This design comes from an exercise in tuning for small area, a short achievable clock period and few clock cycles on the open sky130 flow, not from production work.
Only simulation tests tie the RTL to the original design; equivalence was not proved.

### flow/config.mk
export PLATFORM = sky130hd
export DESIGN_NAME = shaper_bank
export DESIGN_NICKNAME = shaper_bank
export VERILOG_FILES = /design/flow/design.v
export SDC_FILE = /design/flow/constraint.sdc
export NUM_CORES = 4
export LEC_CHECK = 0
export ABC_AREA = 1
export CAP_MARGIN = 20
export CORE_MARGIN = 2
export CORE_UTILIZATION = 55
export CTS_CLUSTER_DIAMETER = 70
export CTS_CLUSTER_SIZE = 30
export SLEW_MARGIN = 20
### flow/design.v
module shaper_bank (
    input  wire        clk,
    input  wire        rst,
    input  wire        cmd_valid,
    output wire        cmd_ready,
    input  wire [1:0]  cmd_op,         
    input  wire [2:0]  cmd_idx,
    input  wire [31:0] cmd_time,
    input  wire [15:0] cmd_len,
    input  wire        cmd_tc7,
    input  wire        cmd_marked,
    input  wire        cmd_en,
    input  wire        cmd_reset_to,
    input  wire [7:0]  cmd_penalty,
    input  wire [7:0]  cmd_overhead,
    input  wire [23:0] cmd_alloc,
    input  wire [23:0] cmd_limit,
    input  wire [23:0] cmd_burst,
    output reg         resp_valid,
    output reg         resp_admitted,
    output reg         resp_in_profile,
    output reg         resp_held,
    output reg         resp_far,
    output reg  [29:0] resp_slot,
    output reg  [31:0] resp_peak,
    output reg  [31:0] resp_committed
);
    localparam NSH = 8;
    localparam CW  = 42;                   
    localparam AW  = 45;                   
    localparam signed [AW-1:0] FLOOR = -45'sd2147483648000;   
    localparam K_ZERO = 2'd0;              
    localparam K_ADM  = 2'd1;              
    localparam K_HOLD = 2'd2;              
    localparam K_READ = 2'd3;              
    localparam ND = 11;
    function integer hr4(input integer s);
        hr4 = (s >= 1 && s <= 4);
    endfunction
    function [53:0] csa27(input [26:0] x, input [26:0] y, input [26:0] z);
        csa27 = {x ^ y ^ z, ((x & y) | (x & z) | (y & z)) << 1};
    endfunction
    function integer rsteps(input integer s);    
        rsteps = (s == 0) ? 1 : 3;
    endfunction
    reg                 sh_vld     [0:NSH-1];
    reg                 sh_en      [0:NSH-1];
    reg [7:0]           sh_pen     [0:NSH-1];
    reg [7:0]           sh_ovh     [0:NSH-1];
    reg [23:0]          sh_aeff    [0:NSH-1];
    reg [23:0]          sh_limit   [0:NSH-1];
    reg [23:0]          sh_bsz     [0:NSH-1];    
    reg [31:0]          sh_t0      [0:NSH-1];
    reg [CW-1:0]        sh_pk      [0:NSH-1];
    reg [CW-1:0]        sh_ck      [0:NSH-1];
    reg         rdy;                      
    reg         a_v;
    reg [1:0]   a_op;
    reg [2:0]   a_idx;
    reg [7:0]   a_oh;                     
    reg [31:0]  a_time;
    reg [15:0]  a_len;
    reg         a_tc7, a_marked, a_en, a_rto;
    reg [7:0]   a_pen, a_ovh;
    reg [23:0]  a_alloc, a_limit, a_burst;
    reg         rdy_o;                    
    assign cmd_ready = rdy_o;
    wire accept = cmd_valid & rdy_o;
    always @(posedge clk) begin
        if (rdy) begin
            a_op <= cmd_op; a_idx <= cmd_idx; a_oh <= 8'd1 << cmd_idx;
            a_time <= cmd_time; a_len <= cmd_len;
            a_tc7 <= cmd_tc7; a_marked <= cmd_marked; a_en <= cmd_en; a_rto <= cmd_reset_to;
            a_pen <= cmd_penalty; a_ovh <= cmd_overhead;
            a_alloc <= cmd_alloc; a_limit <= cmd_limit; a_burst <= cmd_burst;
        end
    end
    reg         s_vld, s_en0;
    reg [7:0]   s_pen, s_ovh;
    reg [23:0]  s_aeff, s_limit, s_bsz;
    reg [31:0]  s_t0;
    integer i;
    always @(*) begin
        s_vld = 1'b0; s_en0 = 1'b0; s_pen = 8'd0; s_ovh = 8'd0;
        s_aeff = 24'd0; s_limit = 24'd0; s_bsz = 24'd0; s_t0 = 32'd0;
        for (i = 0; i < NSH; i = i + 1) begin
            s_vld   = s_vld   | (a_oh[i] & sh_vld[i]);
            s_en0   = s_en0   | (a_oh[i] & sh_en[i]);
            s_pen   = s_pen   | ({8{a_oh[i]}}  & sh_pen[i]);
            s_ovh   = s_ovh   | ({8{a_oh[i]}}  & sh_ovh[i]);
            s_aeff  = s_aeff  | ({24{a_oh[i]}} & sh_aeff[i]);
            s_limit = s_limit | ({24{a_oh[i]}} & sh_limit[i]);
            s_bsz   = s_bsz   | ({24{a_oh[i]}} & sh_bsz[i]);
            s_t0    = s_t0    | ({32{a_oh[i]}} & sh_t0[i]);
        end
    end
    wire        s_en    = s_vld & s_en0;
    wire        a_cfg   = (a_op == 2'd1);
    wire        a_read  = a_op[1];
    wire        s_lnz   = s_vld & (s_limit != 24'd0);
    wire        s_refill = !a_cfg & s_lnz & (a_read | s_en);
    wire        s_upd   = (a_op == 2'd0) & s_en & s_lnz;
    wire [31:0] s_dt    = a_time - s_t0;
    wire        s_mp    = s_refill & (s_dt[31:8] != 24'd0);
    wire [23:0] c_bsz   = (a_burst[23:13] == 11'd0) ? 24'd8192 : a_burst;
    wire [23:0] c_aeff  = (a_limit != 24'd0 && a_alloc > a_limit) ? a_limit : a_alloc;
    wire [16:0] s_chg   = a_len + s_ovh + (a_marked ? {s_pen, 6'd0} : 14'd0);
    always @(posedge clk) begin
        for (i = 0; i < NSH; i = i + 1) begin
            if (rst)
                sh_vld[i] <= 1'b0;
            else if (rdy && a_v && a_oh[i] && a_cfg)
                sh_vld[i] <= 1'b1;
        end
    end
    always @(posedge clk) begin
        if (rdy && a_v) begin
            for (i = 0; i < NSH; i = i + 1) begin
                if (a_oh[i] && a_cfg) begin
                    sh_en[i]    <= a_en;
                    sh_pen[i]   <= a_pen;
                    sh_ovh[i]   <= a_ovh;
                    sh_aeff[i]  <= c_aeff;
                    sh_limit[i] <= a_limit;
                    sh_bsz[i]   <= c_bsz;
                end
                if (a_oh[i] && (a_cfg || s_upd))
                    sh_t0[i]    <= a_time;
            end
        end
    end
    reg         b_v;
    reg [1:0]   b_j;                      
    reg         b_first;
    reg [1:0]   b_kind;                   
    reg         b_cfg, b_upd, b_refill, b_tc7, b_zero, b_rto, b_anz, b_inp;
    reg [2:0]   b_idx;
    reg [31:0]  b_time;
    reg [23:0]  b_lim, b_aeff;
    reg [31:0]  b_dt;
    reg [23:0]  b_bsz;
    reg [16:0]  b_chg;
    always @(posedge clk) begin
        if (rst) begin
            rdy <= 1'b1;
            rdy_o <= 1'b0;
            a_v <= 1'b0;
            b_v <= 1'b0;
        end else begin
            if (rdy) begin
                a_v <= accept;
                b_v <= a_v;
                rdy <= !(a_v && s_mp);
                rdy_o <= !(a_v && s_mp);
                b_j <= (a_v && s_mp) ? ((s_dt[31:16] != 16'd0) ? 2'd3 : 2'd1) : 2'd0;
                b_first <= 1'b1;
            end else begin
                rdy <= (b_j == 2'd1);
                rdy_o <= (b_j == 2'd1);
                b_j <= b_j - 2'd1;
                b_first <= 1'b0;
            end
        end
        if (rdy)
            b_dt <= !(a_v && s_mp) ? {s_dt[7:0], 24'd0} :
                    (s_dt[31:16] != 16'd0) ? s_dt : {s_dt[15:0], 16'd0};
        else
            b_dt <= {b_dt[23:0], 8'd0};
        if (rdy) begin
            b_kind   <= a_cfg ? K_ZERO : a_read ? K_READ : K_ADM;
            b_cfg    <= a_cfg;
            b_upd    <= s_upd;
            b_refill <= s_refill;
            b_tc7    <= a_tc7;
            b_zero   <= !s_vld;
            b_rto    <= a_rto;
            b_anz    <= (s_aeff != 24'd0);
            b_inp    <= s_en & (s_aeff != 24'd0);
            b_idx    <= a_idx;
            b_time   <= a_time;
            b_lim    <= s_limit;
            b_aeff   <= s_aeff;
            b_bsz    <= a_cfg ? c_bsz : s_bsz;
            b_chg    <= s_chg;
        end
    end
    wire [7:0]  b_chunk = b_dt[31:24];
    function [65:0] csmul(input [23:0] a, input [7:0] m);
        reg [32:0] r0, r1, r2, r3, r4, r5, r6, r7;
        reg [32:0] s1, c1, s2, c2, s3, c3, s4, c4, s5, c5, s6, c6;
        begin
            r0 = {9'd0, a & {24{m[0]}}};
            r1 = {8'd0, a & {24{m[1]}}, 1'd0};
            r2 = {7'd0, a & {24{m[2]}}, 2'd0};
            r3 = {6'd0, a & {24{m[3]}}, 3'd0};
            r4 = {5'd0, a & {24{m[4]}}, 4'd0};
            r5 = {4'd0, a & {24{m[5]}}, 5'd0};
            r6 = {3'd0, a & {24{m[6]}}, 6'd0};
            r7 = {2'd0, a & {24{m[7]}}, 7'd0};
            s1 = r0 ^ r1 ^ r2;  c1 = ((r0 & r1) | (r0 & r2) | (r1 & r2)) << 1;
            s2 = r3 ^ r4 ^ r5;  c2 = ((r3 & r4) | (r3 & r5) | (r4 & r5)) << 1;
            s3 = s1 ^ c1 ^ s2;  c3 = ((s1 & c1) | (s1 & s2) | (c1 & s2)) << 1;
            s4 = c2 ^ r6 ^ r7;  c4 = ((c2 & r6) | (c2 & r7) | (r6 & r7)) << 1;
            s5 = s3 ^ c3 ^ s4;  c5 = ((s3 & c3) | (s3 & s4) | (c3 & s4)) << 1;
            s6 = s5 ^ c5 ^ c4;  c6 = ((s5 & c5) | (s5 & c4) | (c5 & c4)) << 1;
            csmul = {s6, c6};
        end
    endfunction
    wire [65:0] mul_p = csmul(b_lim,  b_chunk);
    wire [65:0] mul_c = csmul(b_aeff, b_chunk);
    reg         m_v, m_first;
    reg [31:0]  m_pps, m_ppc, m_pcs, m_pcc;
    reg [1:0]   m_kind;
    reg         m_cfg, m_upd, m_refill, m_tc7, m_zero, m_rto, m_anz, m_inp;
    reg [2:0]   m_idx;
    reg [7:0]   m_oh;
    reg [31:0]  m_time;
    reg [23:0]  m_lim;
    reg [33:0]  m_beff;
    reg [26:0]  m_chg;
    always @(posedge clk) begin
        if (rst) m_v <= 1'b0;
        else     m_v <= b_v && (rdy || b_j == 2'd0);
        m_first <= b_first;
        m_pps   <= mul_p[64:33];
        m_ppc   <= mul_p[31:0];
        m_pcs   <= mul_c[64:33];
        m_pcc   <= mul_c[31:0];
        m_kind <= b_kind; m_cfg <= b_cfg; m_upd <= b_upd; m_refill <= b_refill;
        m_tc7 <= b_tc7; m_zero <= b_zero; m_rto <= b_rto; m_anz <= b_anz; m_inp <= b_inp;
        m_idx <= b_idx; m_oh <= 8'd1 << b_idx; m_time <= b_time; m_lim <= b_lim;
        m_beff <= {b_bsz, 10'd0} - {b_bsz, 4'd0} - {b_bsz, 3'd0};
        m_chg  <= {b_chg, 10'd0} - {b_chg, 4'd0} - {b_chg, 3'd0};
    end
    reg [42:0]  c_incp, c_incc;
    reg         c_ovp, c_ovc;
    wire [43:0] acc_p = {1'b0, (m_first ? 35'd0 : c_incp[34:0]), 8'd0} + {12'd0, m_pps} + {12'd0, m_ppc};
    wire [43:0] acc_c = {1'b0, (m_first ? 35'd0 : c_incc[34:0]), 8'd0} + {12'd0, m_pcs} + {12'd0, m_pcc};
    wire        ov_p  = !m_first && (c_ovp || c_incp[42:35] != 8'd0);
    wire        ov_c  = !m_first && (c_ovc || c_incc[42:35] != 8'd0);
    reg [CW-1:0] m_rpk, m_rck;
    always @(*) begin
        m_rpk = {CW{1'b0}}; m_rck = {CW{1'b0}};
        for (i = 0; i < NSH; i = i + 1) begin
            m_rpk = m_rpk | ({CW{m_oh[i]}} & sh_pk[i]);
            m_rck = m_rck | ({CW{m_oh[i]}} & sh_ck[i]);
        end
    end
    reg         c_v;
    reg [1:0]   c_kind;
    reg         c_cfg, c_upd, c_refill, c_tc7, c_zero, c_rto, c_anz, c_inp;
    reg [2:0]   c_idx;
    reg [31:0]  c_time;
    reg [23:0]  c_lim;
    reg [33:0]  c_beff;
    reg [26:0]  c_chg;
    reg [CW-1:0] c_pk, c_ck;
    wire        c_wr;                     
    wire [CW-1:0] c_wpk, c_wck;           
    reg         w_wr;                     
    reg [2:0]   w_idx;
    reg [CW-1:0] w_pk, w_ck;
    wire        fwd  = c_wr && (c_idx == m_idx);
    wire        fwdw = w_wr && (w_idx == m_idx);
    always @(posedge clk) begin
        if (rst) c_v <= 1'b0;
        else     c_v <= m_v;
        c_incp <= acc_p[42:0];
        c_incc <= acc_c[42:0];
        c_ovp  <= ov_p | acc_p[43];
        c_ovc  <= ov_c | acc_c[43];
        c_pk   <= fwd ? c_wpk : fwdw ? w_pk : m_rpk;
        c_ck   <= fwd ? c_wck : fwdw ? w_ck : m_rck;
        c_kind <= m_kind; c_cfg <= m_cfg; c_upd <= m_upd; c_refill <= m_refill;
        c_tc7 <= m_tc7; c_zero <= m_zero; c_rto <= m_rto; c_anz <= m_anz; c_inp <= m_inp;
        c_idx <= m_idx; c_time <= m_time; c_lim <= m_lim; c_beff <= m_beff; c_chg <= m_chg;
    end
    wire [AW-1:0] incp = {2'b00, c_incp[42] | c_ovp, c_incp[41:0]};
    wire [AW-1:0] incc = {2'b00, c_incc[42] | c_ovc, c_incc[41:0]};
    wire [AW-1:0] beff = {11'd0, c_beff};
    wire [AW-1:0] chg  = {18'd0, c_chg};
    wire [AW-1:0] pk   = {{(AW-CW){c_pk[CW-1]}}, c_pk};
    wire [AW-1:0] ck   = {{(AW-CW){c_ck[CW-1]}}, c_ck};
    function [2*AW-1:0] csa(input [AW-1:0] x, input [AW-1:0] y, input [AW-1:0] z);
        csa = {x ^ y ^ z, ((x & y) | (x & z) | (y & z)) << 1};
    endfunction
    wire [2*AW-1:0] p_cs_s = csa(pk, incp, ~beff);
    wire [2*AW-1:0] p_cs_c = csa(pk, incp, ~chg);
    wire [2*AW-1:0] c_cs_s = csa(ck, incc, ~beff);
    wire [2*AW-1:0] c_cs_c = csa(ck, incc, ~chg);
    wire signed [AW-1:0] p_a1 = pk + incp;                                    
    wire signed [AW-1:0] p_e  = p_cs_s[2*AW-1:AW] + p_cs_s[AW-1:0];          
    wire signed [AW-1:0] p_a2 = p_cs_c[2*AW-1:AW] + p_cs_c[AW-1:0] + 1'b1;   
    wire signed [AW-1:0] c_a1 = ck + incc;
    wire signed [AW-1:0] c_e  = c_cs_s[2*AW-1:AW] + c_cs_s[AW-1:0];
    wire signed [AW-1:0] c_a2 = c_cs_c[2*AW-1:AW] + c_cs_c[AW-1:0] + 1'b1;
    wire [AW-1:0]        bmc  = beff - chg;
    wire p_sat = !p_e[AW-1];
    wire c_sat = !c_e[AW-1];
    wire [CW-1:0] p_r = !c_refill ? c_pk : p_sat ? beff[CW-1:0] : p_a1[CW-1:0];
    wire [CW-1:0] c_r = !c_refill ? c_ck : c_sat ? beff[CW-1:0] : c_a1[CW-1:0];
    wire hold  = c_upd & !p_sat & p_a1[AW-1] & !c_tc7;
    wire [CW-1:0] p_n = p_sat ? bmc[CW-1:0] : (p_a2 < FLOOR) ? FLOOR[CW-1:0] : p_a2[CW-1:0];
    wire [CW-1:0] c_n = c_sat ? bmc[CW-1:0] : (c_a2 < FLOOR) ? FLOOR[CW-1:0] : c_a2[CW-1:0];
    wire [CW-1:0] cfg_v = c_rto ? beff[CW-1:0] : {CW{1'b0}};
    wire inp_upd = c_anz & (c_sat | !c_a1[AW-1]);
    assign c_wr  = c_v && (c_cfg || c_upd);
    assign c_wpk = c_cfg ? cfg_v : hold ? p_r : p_n;
    assign c_wck = c_cfg ? cfg_v : hold ? c_r : c_n;
    always @(posedge clk) begin
        if (rst) w_wr <= 1'b0;
        else     w_wr <= c_wr;
        w_idx <= c_idx;
        w_pk  <= c_wpk;
        w_ck  <= c_wck;
        for (i = 0; i < NSH; i = i + 1) begin
            if (w_wr && w_idx == i) begin
                sh_pk[i] <= w_pk;
                sh_ck[i] <= w_ck;
            end
        end
    end
    reg         d_v;
    reg [1:0]   d_kind;
    reg         d_inp, d_zero;
    reg [CW-1:0] d_p, d_c;
    reg [23:0]  d_lim;
    reg [31:0]  d_time;
    always @(posedge clk) begin
        if (rst) d_v <= 1'b0;
        else     d_v <= c_v;
        d_kind <= hold ? K_HOLD : c_kind;
        d_inp  <= c_upd ? inp_upd : c_inp;
        d_zero <= c_zero;
        d_p    <= p_r;
        d_c    <= c_r;
        d_lim  <= c_lim;
        d_time <= c_time;
    end
    wire [40:0] h_y   = ~d_p[40:0];
    wire        h_far = (h_y[40:15] >= {2'b00, d_lim});
    wire        r_np  = !d_zero & d_p[CW-1];
    wire        r_nc  = !d_zero & d_c[CW-1];
    wire [40:0] r_yp  = d_zero ? 41'd0 : (d_p[40:0] ^ {41{r_np}});
    wire [40:0] r_yc  = d_zero ? 41'd0 : (d_c[40:0] ^ {41{r_nc}});
    localparam XW = 95;
    genvar s;
    generate
        for (s = 0; s < ND; s = s + 1) begin : dv
            wire        in_v;
            wire [1:0]  in_kind;
            wire        in_inp, in_far, in_np, in_nc;
            wire [XW-1:0] in_x;
            reg         v;
            reg [1:0]   kind;
            reg         inp, far, np, nc;
            reg [XW-1:0] x;
            wire [23:0] in_hrem = in_x[23:0];
            wire [14:0] in_hq   = in_x[38:24];
            wire [23:0] in_lim  = in_x[62:39];
            wire [31:0] in_time = in_x[94:63];
            wire [6:0]  in_rp   = in_x[6:0];
            wire [30:0] in_qp   = in_x[37:7];
            wire [6:0]  in_rc   = in_x[44:38];
            wire [30:0] in_qc   = in_x[75:45];
            reg [23:0]  t_hrem;  reg [14:0] t_hq;  reg [24:0] t_h;  reg [25:0] t_hd;
            reg [25:0]  t_h4;  reg [26:0] t_d1, t_d2, t_d3;  reg [53:0] t_cs;
            reg [6:0]   t_rp, t_rc;  reg [30:0] t_qp, t_qc;  reg [7:0] t_r;  reg [8:0] t_rd;
            integer k;
            always @(*) begin
                t_hrem = in_hrem; t_hq = in_hq;
                if (!hr4(s)) begin
                    t_h = {t_hrem, t_hq[14]};
                    t_hd = {1'b0, t_h} - {2'b00, in_lim};
                    t_hq = {t_hq[13:0], !t_hd[25]};
                    t_hrem = t_hd[25] ? t_h[23:0] : t_hd[23:0];
                end else begin
                    t_h4 = {t_hrem, t_hq[14:13]};
                    t_d1 = {1'b0, t_h4} - {3'b000, in_lim};
                    t_d2 = {1'b0, t_h4} - {2'b00, in_lim, 1'b0};
                    t_cs = csa27({1'b0, t_h4}, ~{3'b000, in_lim}, ~{2'b00, in_lim, 1'b0});
                    t_d3 = t_cs[53:27] + t_cs[26:0] + 27'd2;
                    t_hq = {t_hq[12:0], !t_d3[26] | !t_d2[26], !t_d3[26] | (t_d2[26] & !t_d1[26])};
                    t_hrem = !t_d3[26] ? t_d3[23:0] : !t_d2[26] ? t_d2[23:0] :
                             !t_d1[26] ? t_d1[23:0] : t_h4[23:0];
                end
                t_rp = in_rp; t_qp = in_qp;
                for (k = 0; k < rsteps(s); k = k + 1) begin
                    t_r = {t_rp, t_qp[30]};
                    t_rd = {1'b0, t_r} - 9'd125;
                    t_qp = {t_qp[29:0], !t_rd[8]};
                    t_rp = t_rd[8] ? t_r[6:0] : t_rd[6:0];
                end
                t_rc = in_rc; t_qc = in_qc;
                for (k = 0; k < rsteps(s); k = k + 1) begin
                    t_r = {t_rc, t_qc[30]};
                    t_rd = {1'b0, t_r} - 9'd125;
                    t_qc = {t_qc[29:0], !t_rd[8]};
                    t_rc = t_rd[8] ? t_r[6:0] : t_rd[6:0];
                end
            end
            always @(posedge clk) begin
                if (rst) v <= 1'b0;
                else     v <= in_v;
                kind <= in_kind; inp <= in_inp; far <= in_far; np <= in_np; nc <= in_nc;
                if (in_kind == K_READ)
                    x <= {in_x[94:76], t_qc, t_rc, t_qp, t_rp};
                else
                    x <= {in_time, in_lim, t_hq, t_hrem};
            end
            if (s == 0) begin : first
                assign in_v = d_v; assign in_kind = d_kind; assign in_inp = d_inp;
                assign in_far = h_far; assign in_np = r_np; assign in_nc = r_nc;
                assign in_x = (d_kind == K_READ) ?
                              {d_time[31:13], r_yc[33:3], r_yc[40:34], r_yp[33:3], r_yp[40:34]} :
                              {d_time, d_lim, h_y[14:0], h_y[38:15]};
            end else begin : next
                assign in_v = dv[s-1].v; assign in_kind = dv[s-1].kind; assign in_inp = dv[s-1].inp;
                assign in_far = dv[s-1].far; assign in_np = dv[s-1].np; assign in_nc = dv[s-1].nc;
                assign in_x = dv[s-1].x;
            end
        end
    endgenerate
    wire [1:0]  f_kind = dv[ND-1].kind;
    wire [14:0] f_q    = dv[ND-1].x[38:24];
    wire [31:0] f_time = dv[ND-1].x[94:63];
    wire        f_far  = dv[ND-1].far | (f_q >= 15'd32760);
    wire [32:0] f_ne   = {1'b0, f_time} + {18'd0, f_q} + 33'd8;
    wire [29:0] f_slot = f_far ? ({1'b0, f_time[31:3]} + 30'd4095) : f_ne[32:3];
    wire [31:0] f_pk   = {1'b0, dv[ND-1].x[37:7]} ^ {32{dv[ND-1].np}};
    wire [31:0] f_ck   = {1'b0, dv[ND-1].x[75:45]} ^ {32{dv[ND-1].nc}};
    always @(posedge clk) begin
        if (rst) resp_valid <= 1'b0;
        else     resp_valid <= dv[ND-1].v;
        resp_admitted   <= (f_kind == K_ADM);
        resp_in_profile <= (f_kind == K_ADM) & dv[ND-1].inp;
        resp_held       <= (f_kind == K_HOLD);
        resp_far        <= (f_kind == K_HOLD) & f_far;
        resp_slot       <= (f_kind == K_HOLD) ? f_slot : 30'd0;
        resp_peak       <= (f_kind == K_READ) ? f_pk : 32'd0;
        resp_committed  <= (f_kind == K_READ) ? f_ck : 32'd0;
    end
endmodule
### flow/run.sh
#!/bin/bash
# synth_recipe.tcl (not shown) runs the flow's synth.tcl, then flattens the netlist and writes it again
# the make line also repeats each setting of config.mk as NAME=value (left out here)
make -C /OpenROAD-flow-scripts/flow DESIGN_CONFIG=/design/flow/config.mk WORK_HOME=/design/flow/orfs CLKGATE_MAP_FILE= SYNTH_SCRIPT=/design/flow/synth_recipe.tcl finish
### flow/constraint.sdc
create_clock -name core_clock -period 25.0 [get_ports {clk}]
set_input_delay 5.0000 -clock core_clock [delete_from_list [all_inputs] [get_ports {clk}]]
set_output_delay 5.0000 -clock core_clock [all_outputs]
set_load 0.01 [all_outputs]
==> key figures, run 1 <==
Outcome
  • Status: no timing/DRC/antenna violations

Worst setup path
  • Worst path bufs/invs: 1
  • Max stage delay cell, worst path: clkdlybuf4s50_1
  • Crit path DAT: 1.93 ns
  • Crit path launch type: flip-flop
  • Crit path max-delay family: buffers and inverters
  • Critical setup path kind: reg -> out
  • Worst stage delay on the critical path: 0.56 ns
  • CP endpoint kind: primary output
  • Crit Path Max Fanout: 2
  • Critical-path cell list: clkdlybuf4s50_1
  • Required @ worst endpoint: 20.00 ns

Yosys
  • Yosys warnings: 11
  • Register area share after synthesis: 47.30%
  • Avg Cell Area, Syn: 8.923 µm²
  • Post-synth EDFFs: roughly 1900
  • Netlist Area Pre-Place: 0.2084 mm²
  • Synth area leader: edfxtp_1
  • Ys async rst share: 0%
  • Synth Register Bits: between 3000 and 4000
  • Synth top area cells: edfxtp_1 28%, dfxtp_1 19%, nand2_1 11%
  • Yosys top cell area share: approximately 28%
  • Number of cells produced by synthesis: between 20000 and 25000
  • Most used DFF post-synth: dfxtp_1
  • Synth Net Count: between 20000 and 30000
  • Netlist cell types: 74

GRT
  • Largest net degree at the start of global routing: 119
  • Vias in the first global route: approximately 160k
  • Gr usage total: approximately 37%
  • Initial antenna violation count: 63
  • Grt ovf: 0
  • First-pass GRT wire length: 1037000 µm

STA
  • RSZ-0062 raised after global routing: false
  • Min Tclk post-route: between 6 and 7 ns
  • Post-route clock period utilization: between 20% and 30%
  • Fmax: 144.2 MHz
  • Clk_skew: 0.1181 ns
  • Final setup fails: 0
  • Worst-Margin Slew: 1.258 ns
  • Total negative slack: 0 ns
  • Max Slew Vio Count: 0
  • Max-slew headroom: 15.28%
  • Fin. Hold Viols: 0

Die
  • Die area: 0.3839 mm²
  • Core footprint: 0.3781 mm²
  • Die Y: 619.6 µm
  • Chip width: 619.6 µm
  • Number of placement rows: around 230
  • IO Count: roughly 250
  • Starting Density: 55.12%

Placement
  • Dpl cells: 28110
  • GPL Wtd Cong: ~1.1
  • Post-DP HPWL: 556100 µm
  • Port bufs: ~250

Clock tree
  • Clock Latency Late Sink: between 1 and 1.5 ns
  • H-Tree Depth: 4
  • CTS root buffer: clkbuf_16
  • Sink Count: a little under 4000
  • Max clock buf depth: 4
  • Post-cts sizing count: 0
  • CTS tree: done
  • Setup repair bufs after CTS: 0
  • Num CTS Buffers: approximately 230
  • Reg clk slew, reported paths: between 0.1 and 0.15 ns
  • Hold-fix buffers, CTS: 0

Worst hold path
  • Worst Hold Class: reg -> reg

Routing
  • Routed WL: 717500 µm
  • Mean number of vias per cell: 5.760
  • Residual DRC: 0
  • Drt wl/cell: 25.10 µm
  • Via Count: 164700
  • Detailed Routing Iterations Pass 1: 9
  • Antenna violation net count after detailed routing: 0
  • Starting DRT DRC Count: roughly 17000

Cells and area
  • Share of cells above drive strength 1: 4.067%
  • Area growth syn-to-layout: 7.908%
  • NumNets Final: approximately 25000
  • Final Instance Count excl. Fillers: 28590

Run
  • Max-Cap Viols: 0
==> layer usage <==
metal	track usage, %	wire (µm)	part of all wire, %
met1	47.78	289200	40
met2	58.12	321800	45
met3	5.682	56780	7.9
met4	21.70	49450	6.9
met5	0	369	0.051
==> registers in the layout, indices dropped and copies added (netlist names), 39 cells and up <==
| register | count |
|---|---|
| c_ck | 42 |
| c_incc | 43 |
| c_incp | 43 |
| c_pk | 42 |
| d_c | 39 |
| d_p | 42 |
| dv.x | 1032 |
| sh_aeff | 192 |
| sh_bsz | 192 |
| sh_ck | 336 |
| sh_limit | 192 |
| sh_ovh | 64 |
| sh_pen | 64 |
| sh_pk | 336 |
| sh_t0 | 256 |
| w_ck | 42 |
| w_pk | 42 |
==> through the flow <==
| step | worst slack [ns] | instance area, µm² | utilization [%] | hold slack, ns |
|---|---|---|---|---|
| 6_report | 18.07 | 224900 | 59.48 | 0.3179 |
| 5_1_grt | 18.02 | 224800 | 59.46 | 0.3234 |
| 4_1_cts | 18.00 | 224700 | 59.44 | 0.3203 |
| 3_5_place_dp | 18.55 | 216200 | 57.18 | 0.3121 |
| 3_3_place_gp | 18.55 | 216100 | 57.17 | 0.3095 |
| 2_1_floorplan | 10.75 | 208400 | - | 0.3096 |
==> final timing paths <==
check | from | depth (start not counted) | slack [ns] | endpoint
max | rdy_o | 1 | 18.07 | cmd_ready
min | dv[1].x[86] | 0 | 0.32 | dv[2].x[86]
max reg2reg | c_pk[41] | 21 | 19.40 | c_pk[40]
min reg2reg | dv[1].x[86] | 0 | 0.32 | dv[2].x[86]
==> cell usage in the layout, fill, tap and decap left out, types with 63 or more instances in the layout <==
master           count
or2_2               68
o221ai_1            63
fa_1               573
nand4_1            349
o21bai_1           107
nor3_1             177
nand3_1           1050
o21ai_1             80
o21ai_0           1149
xnor2_1            346
xor2_1             567
a221oi_1           254
edfxtp_1          1930
nor2_1            1282
dfxtp_1           2007
a21oi_1           1260
clkbuf_16          228
a31oi_1            121
a22o_1              84
buf_4              175
inv_1             2824
diode_2             65
o211ai_1           275
clkdlybuf4s50_1    247
nand2_1           6091
ha_1              1233
==> logic make-up after synthesis <==
logic type | count (synthesis) | synth area share (%)
buffers and inverters | 3553 | 6.493
AND/OR/NAND/NOR | 9375 | 18.70
AO/OA/AOI/OAI | 3748 | 10.76
flip-flops | 3959 | 47.30
adder cells (fa/ha/maj) | 1806 | 12.91
XOR/XNOR | 914 | 3.845
==> cells in the mapped netlist (38+ instances only) <==
cell type,n
inv_1,2831
nand3b_1,47
xnor2_1,346
or2_2,68
edfxtp_1,1930
ha_1,1233
nand3_1,1053
xor2_1,567
buf_2,72
a21o_1,62
a21oi_1,1261
clkbuf_1,473
nor4_1,59
a221oi_1,254
a22o_1,84
a31oi_1,121
o21a_1,59
clkbuf_2,48
o21bai_1,107
o211ai_1,275
nor2_2,54
nand2_1,6107
a21boi_0,38
o21ai_1,61
buf_1,96
dfxtp_1,2029
o221ai_1,64
nand2_2,45
nor2_1,1295
o21ai_0,1168
nor3_1,193
fa_1,573
nand4_1,349
==> final cells by class <==
| class | count | area, µm² |
|---|---|---|
| clock buffer | 266 | 5938 |
| multi-input combinational | 15840 | 96560 |
| fill | 33590 | 153200 |
| tap | 5016 | 6276 |
| sequential | 3959 | 98620 |
| inverter | 2856 | 10720 |
| timing repair buffer | 433 | 3989 |
| antenna | 65 | 162.7 |
| clock inverter | 151 | 2606 |
Testbench counts, summed over its fixed seeds: cycles 32,255.
==> inputs of run 2 (changes only) <==
==> flow/flow/run.sh (new file) <==
#!/bin/bash
# Layout flow: the standard flow (standard.sh, unchanged synthesis and
# steps), except that the port buffers that global placement inserts on every
# input and output are sky130_fd_sc_hd__buf_4 cells instead of the cell
# buffer_ports picks on its own (a slow clkdlybuf4s50_1 delay cell).
# The full output of standard.sh is kept in standard.log in this folder; the
# ORFS logs of each step are under orfs/logs/.
set -o pipefail
export BUFFER_PORTS_ARGS="-buffer_cell sky130_fd_sc_hd__buf_4"
bash standard.sh 2>&1 | tee standard.log
exit ${PIPESTATUS[0]}
==> flow/standard.sh (new file) <==
#!/bin/bash
# synth_recipe.tcl (not shown) runs the flow's synth.tcl, then flattens the netlist and writes it again
# the make line also repeats each setting of config.mk as NAME=value (left out here)
make -C /OpenROAD-flow-scripts/flow DESIGN_CONFIG=/design/flow/config.mk WORK_HOME=/design/flow/orfs CLKGATE_MAP_FILE= SYNTH_SCRIPT=/design/flow/synth_recipe.tcl "${@:-finish}"
--- a/flow/config.mk
+++ b/flow/config.mk
@@ -6,9 +6,6 @@
 export NUM_CORES = 4
 export LEC_CHECK = 0
-export ABC_AREA = 1
 export CAP_MARGIN = 20
 export CORE_MARGIN = 2
 export CORE_UTILIZATION = 55
-export CTS_CLUSTER_DIAMETER = 70
-export CTS_CLUSTER_SIZE = 30
 export SLEW_MARGIN = 20
removed: flow/run.sh
==> run 2 against run 1 <==
Now fails the layout checks on max-capacitance violations, max-slew violations. Synthesized cell count shrank 18%. Core utilization increased by 1.7 points. Register-to-register slack got worse by 1.2 ns. Clock skew is 0.018 ns lower. Final cell count fell by 14%. Hold slack worse by 0.049 ns. Fmax up 2.4%. Via count fell by 9.6%. Critical path type is now reg -> reg.
==> key figures, run 2 <==
Clock tree
  • Sink Count: 3959
  • Num CTS Buffers: 410
  • Clock Latency Late Sink: 1.05 ns
  • H-Tree Depth: 5
  • Setup repair bufs after CTS: 0
  • CTS tree: done
  • Post-cts sizing count: 0
  • CTS root buffer: clkbuf_16
  • Max clock buf depth: 4
  • Reg clk slew, reported paths: 0.06 ns
  • Hold-fix buffers, CTS: 0

Worst setup path
  • Crit path launch type: flip-flop
  • Worst r2r dst: b_j[1]
  • Reg2reg start: a_oh[0]
  • R2R Setup Slk: 18.23 ns
  • CP endpoint kind: flip-flop
  • Crit Path Max Fanout: 37
  • Worst r2r path cells: 18
  • Crit path DAT: 7.48 ns
  • Required @ worst endpoint: 25.71 ns
  • Critical setup path kind: reg -> reg
  • Origin of the worst setup path: a_oh[0]

Yosys
  • Avg Cell Area, Syn: approximately 11 µm²
  • Netlist cell types: 118
  • Yosys warnings: 11
  • Most used DFF post-synth: dfxtp_1
  • Post-synth EDFFs: 1930
  • Most numerous cell in the Yosys netlist: dfxtp_1
  • Synth Register Bits: slightly below 4000
  • Synth Net Count: 21140
  • Commonest cells in the netlist: 2029 x dfxtp_1, 1930 x edfxtp_1, 1811 x nand2_1, 1482 x inv_1, 1233 x ha_1
  • Number of cells produced by synthesis: 19180
  • Synth area leader: edfxtp_1
  • Register area share after synthesis: roughly 49%
  • Yosys top cell area share: ~29%
  • Netlist Area Pre-Place: 0.2016 mm²
  • Ys async rst share: 0%
  • Synth top area cells: edfxtp_1 29%, dfxtp_1 20%, ha_1 7.7%

STA
  • Max Slew Vio Count: 18
  • Post-route clock period utilization: 27.08%
  • Max-slew headroom: -8.359%
  • Fin. Hold Viols: 0
  • Final setup fails: 0
  • Min Tclk post-route: 6.770 ns
  • Fmax: 147.7 MHz
  • Clk_skew: 0.1006 ns
  • Total negative slack: 0 ns
  • Worst-Margin Slew: 1.615 ns
  • RSZ-0062 raised after global routing: false

Cells and area
  • NumNets Final: 21290
  • Highest-count cells in the layout ignoring fill and taps: 2011 x dfxtp_1, 1930 x edfxtp_1, 1799 x nand2_1
  • Register Area: 0.09862 mm²
  • Multi-input logic area: 0.09496 mm²
  • Design area: roughly 0.22 mm²
  • Filler cell count: 30340
  • Max FFs per register: 1032
  • Area growth syn-to-layout: 10.83%
  • Top flop regs: dv.x x1032, sh_ck x336, sh_pk x336
  • Commonest non-fill, non-tap cell in the layout: dfxtp_1
  • Most flops, register: dv.x
  • Share of cells above drive strength 1: 7.568%

Routing
  • Via Count: 148800
  • Routed WL: 666800 µm
  • Starting DRT DRC Count: 13140
  • Residual DRC: 0
  • Drt wl/cell: between 20 and 30 µm
  • Antenna violation net count after detailed routing: 0
  • Mean number of vias per cell: ~6.1
  • Detailed Routing Iterations Pass 1: 6

GRT
  • First-pass GRT wire length: 964800 µm
  • Vias in the first global route: 143200
  • Grt ovf: 0
  • Gr usage total: 35.16%
  • Largest net degree at the start of global routing: about 130
  • Initial antenna violation count: 57

Worst hold path
  • Worst Hold End: dv[9].far
  • WHS Path Cells: 0
  • Worst Hold Class: reg -> reg
  • Hold Crit Start: dv[8].far

Die
  • Die area: 0.3714 mm²
  • IO Count: 248
  • Die Y: 609.4 µm
  • Chip width: between 600 and 700 µm
  • Starting Density: 55.19%
  • Core footprint: ~0.37 mm²
  • Number of placement rows: 222

Placement
  • Post-DP HPWL: 503300 µm
  • Post-DP Area: 0.2089 mm²
  • Port bufs: about 250
  • GPL Wtd Cong: 1.038

Outcome
  • Failed Checks: max-capacitance violations, max-slew violations
  • Status: failed layout checks

Run
  • Max-Cap Viols: 2
==> run 2: through the flow <==
stage	worst slack, ns	utilization, %	std cells	hold WS, ns
after floorplan	14.47	-	19180	0.3096
after global placement	18.30	57.19	23740	0.3092
after detailed placement	18.29	57.20	23740	0.3120
after CTS	18.23	61.11	24510	0.2680
after global routing	17.78	61.15	24560	0.2687
final	18.23	61.17	24590	0.2691
==> run 2: worst max-delay path by stage <==
stage,end,slack [ns]
finish,b_j[1],18.23
floorplan,sh_aeff[0][0],14.47
CTS,b_j[1],18.23
global route,b_j[1],17.78
global placement,b_j[1],18.30
detailed placement,b_j[1],18.29
==> run 2: cell type report <==
cell class | count | area share [%]
Inverter | 1483 | 2.491
Antenna cell | 73 | 0.08175
Clock inverter | 239 | 1.324
Sequential cell | 3959 | 44.14
Tap cell | 4816 | 2.697
Timing Repair Buffer | 491 | 1.703
Multi-Input combinational cell | 13000 | 42.50
Clock buffer | 534 | 5.065
==> run 2: cells by family (layout without fill, tap and decap cells) <==
logic type      count (synthesis)  in the layout  share of synthesized area [%]
simple gates                 4908           4908                          11.47
other cells                     0             73                              0
xor+xnor                     1012           1012                          4.397
buf+inv                      2228           2747                          4.184
fa+ha+maj                    1806           1806                          13.34
flops                        3959           3959                          48.90
compound gates               5025           5025                          16.44
mux                           244            244                          1.274
==> run 2: per-layer routing <==
layer | track usage, % | vias to the layer above | share of wire (%)
met5 | 0 | - | 0.037
met3 | 4.964 | 1406 | 6.3
met1 | 43.46 | 72630 | 39
li1 | - | 69070 | -
met2 | 57.57 | 5630 | 47
met4 | 23.34 | 36 | 7.7
==> run 2: critical path, stage by stage (launching register included) <==
cell	delay (ns)
edfxtp_1	0.74
buf_4	0.52
buf_4	0.58
a22oi_1	0.20
nand4_1	0.21
inv_1	0.07
ha_1	0.27
nor2b_1	0.14
o31ai_2	0.31
a211oi_1	0.17
o41a_1	0.50
o211ai_1	0.32
a21oi_1	0.12
or3_1	0.34
a2111oi_0	0.37
and4b_1	0.56
nand2_1	0.33
nand2_1	0.45
o21ai_0	0.15
==> inputs of run 3 (changes only) <==
--- a/flow/config.mk
+++ b/flow/config.mk
@@ -9,3 +9,5 @@
 export CORE_MARGIN = 2
 export CORE_UTILIZATION = 55
+export CTS_CLUSTER_DIAMETER = 70
+export CTS_CLUSTER_SIZE = 30
 export SLEW_MARGIN = 20
==> run 3 against run 2 <==
The run now finishes clean. Critical path depth stayed put. Area after synthesis unchanged. Final cell count down 1.5%. Non-clock buffer count is 2 lower. Critical path type unchanged. Largest cell class unchanged.
==> key figures, run 3 <==
Cells and area
  • Highest-count cells in the layout ignoring fill and taps: 2011 x dfxtp_1, 1930 x edfxtp_1, 1799 x nand2_1
  • Commonest non-fill, non-tap cell in the layout: dfxtp_1
  • Area growth syn-to-layout: 7.914%
  • Share of cells above drive strength 1: 6.245%
  • Top flop regs: dv.x x1032, sh_ck x336, sh_pk x336
  • NumNets Final: 21110
  • Max FFs per register: 1032
  • Most flops, register: dv.x

Yosys
  • Synth Net Count: 21140
  • Netlist cell types: 118
  • Commonest cells in the netlist: 2029 x dfxtp_1, 1930 x edfxtp_1, 1811 x nand2_1, 1482 x inv_1, 1233 x ha_1
  • Ys async rst share: 0%
  • Yosys top cell area share: 28.75%
  • Yosys warnings: 11
  • Most used DFF post-synth: dfxtp_1
  • Register area share after synthesis: 48.90%
  • Netlist Area Pre-Place: 0.2016 mm²
  • Synth top area cells: edfxtp_1 29%, dfxtp_1 20%, ha_1 7.7%
  • Most numerous cell in the Yosys netlist: dfxtp_1
  • Synth Register Bits: 3959
  • Number of cells produced by synthesis: 19180
  • Avg Cell Area, Syn: 10.51 µm²
  • Post-synth EDFFs: 1930
  • Synth area leader: edfxtp_1

Worst setup path
  • Origin of the worst setup path: a_oh[0]
  • Critical setup path kind: reg -> reg
  • Critical Path End: b_j[1]
  • R2R Setup Slk: 18.24 ns
  • Reg2reg start: a_oh[0]
  • CP endpoint kind: flip-flop
  • Worst r2r dst: b_j[1]
  • Crit path DAT: between 7 and 8 ns
  • Crit Path Max Fanout: 37
  • Crit path launch type: flip-flop
  • Worst r2r path cells: 18
  • Required @ worst endpoint: 25.73 ns

GRT
  • First-pass GRT wire length: 955300 µm
  • Gr usage total: a little over a third
  • Initial antenna violation count: 52
  • Vias in the first global route: between 100k and 150k
  • Largest net degree at the start of global routing: ~130
  • Grt ovf: 0

Routing
  • Drt wl/cell: ~27 µm
  • Antenna violation net count after detailed routing: 0
  • Routed WL: 661200 µm
  • Mean number of vias per cell: 6.073
  • Starting DRT DRC Count: 13450
  • Residual DRC: 0
  • Via Count: 147100
  • Detailed Routing Iterations Pass 1: 8

Clock tree
  • H-Tree Depth: 4
  • CTS root buffer: clkbuf_16
  • Post-cts sizing count: 0
  • Hold-fix buffers, CTS: 0
  • Reg clk slew, reported paths: approximately 0.11 ns
  • Clock Latency Late Sink: 1.03 ns
  • CTS tree: done
  • Num CTS Buffers: around 230
  • Sink Count: roughly 4000
  • Setup repair bufs after CTS: 0
  • Max clock buf depth: 4

STA
  • RSZ-0062 raised after global routing: false
  • Max-slew headroom: 2.432%
  • Min Tclk post-route: 6.764 ns
  • Fmax: 147.8 MHz
  • Worst hold slack: 0.3037 ns
  • Post-route clock period utilization: a little over a quarter
  • Fin. Hold Viols: 0
  • Clk_skew: 0.06567 ns
  • Final setup fails: 0
  • Total negative slack: 0 ns
  • Max Slew Vio Count: 0
  • Worst-Margin Slew: 1.464 ns

Die
  • Chip width: 609.4 µm
  • IO Count: roughly 250
  • Die Y: roughly 610 µm
  • Die area: 0.3714 mm²
  • Number of placement rows: between 200 and 250
  • Starting Density: around 55%
  • Core footprint: 0.3653 mm²

Placement
  • Post-DP HPWL: 503300 µm
  • GPL Wtd Cong: 1.038
  • Port bufs: between 200 and 250

Worst hold path
  • Worst Hold Class: reg -> reg

Outcome
  • Status: no timing/DRC/antenna violations

Run
  • Max-Cap Viols: 0
[run 3: layout make-up]
cell class / count / area (µm²)
clock buffers: 260 / 5941
inverters: 1483 / 5567
multi-input cells: 13000 / 94950
fillers: 30860 / 147700
repair buffers: 489 / 3780
clock inverters: 157 / 2506
diodes: 65 / 162.7
well taps: 4816 / 6026
flip-flops and latches: 3959 / 98620
[run 3: critical path, stage by stage, from the launching register on]
cell,delay (ns)
edfxtp_1,0.77
buf_4,0.54
buf_4,0.58
a22oi_1,0.19
nand4_1,0.21
inv_1,0.07
ha_1,0.27
nor2b_1,0.14
o31ai_2,0.31
a211oi_1,0.18
o41a_1,0.50
o211ai_1,0.32
a21oi_1,0.12
or3_1,0.34
a2111oi_0,0.37
and4b_1,0.57
nand2_1,0.34
nand2_1,0.46
o21ai_0,0.15
[run 3: how the worst min path moves through the flow]
stage	cells past startpoint	endpoint	startpoint	slack, ns
6_report	0	dv[9].far	dv[8].far	0.30
3_5_place_dp	0	c_cfg	m_cfg	0.31
3_3_place_gp	0	c_refill	m_refill	0.31
5_1_grt	0	dv[9].far	dv[8].far	0.30
4_1_cts	0	dv[9].far	dv[8].far	0.31
2_1_floorplan	0	c_anz	m_anz	0.31
[run 3: through the flow]
stage	utilization [%]	setup WS, ns	area (µm²)	cells
final	59.56	18.24	217600	24220
after CTS	59.51	18.30	217400	24160
after floorplan	-	14.47	201600	19180
after global placement	57.19	18.30	208900	23740
after detailed placement	57.20	18.29	208900	23740
after global routing	59.54	17.78	217500	24190
[run 3: cells by family after synthesis]
family | count (synthesis) | synth area share (%)
muxes | 244 | 1.274
and+or+nand+nor | 4908 | 11.47
DFF | 3959 | 48.90
adders and majority gates | 1806 | 13.34
AOI/OAI and AO/OA | 5025 | 16.44
buffers and inverters | 2228 | 4.184
xor gates and xnor gates | 1012 | 4.397
[run 3: layer usage]
| metal | routed length, µm | global-route usage [%] | part of all wire, % | vias to the layer above |
|---|---|---|---|---|
| li1 | - | - | - | 68520 |
| met1 | 260900 | 43.31 | 39 | 72030 |
| met2 | 308100 | 57.08 | 47 | 5287 |
| met3 | 40870 | 4.604 | 6.2 | 1245 |
| met4 | 51100 | 22.94 | 7.7 | 30 |
| met5 | 217 | 0 | 0.033 | - |

[separate check: timing with driven ports]
How much do the figures lean on ideal ports? The routed layouts below were timed once more, with nothing changed but the port constraints. Step 1, drivers: a clkbuf_16 drives clk and a buf_2 each remaining input, both assumed. Step 2 moves the port delays by t, midway between the first and last clock arrival at a register: inputs arrive t later, outputs are due t later. That takes back most of the time a late clock gives input paths. Slacks: no drivers / after step 1 / after step 2; pairs: no drivers / after step 1.
run	t (ns)	setup WS [ns]	worst setup path after step 2	worst data-port slew with drivers (ns)
run 1	1.121	18.066 / 17.934 / 18.577	input to register	0.04
run 2	1.119	18.230 / 18.230 / 18.230	register to register	0.14
run 3	1.115	18.236 / 18.236 / 18.236	register to register	0.11
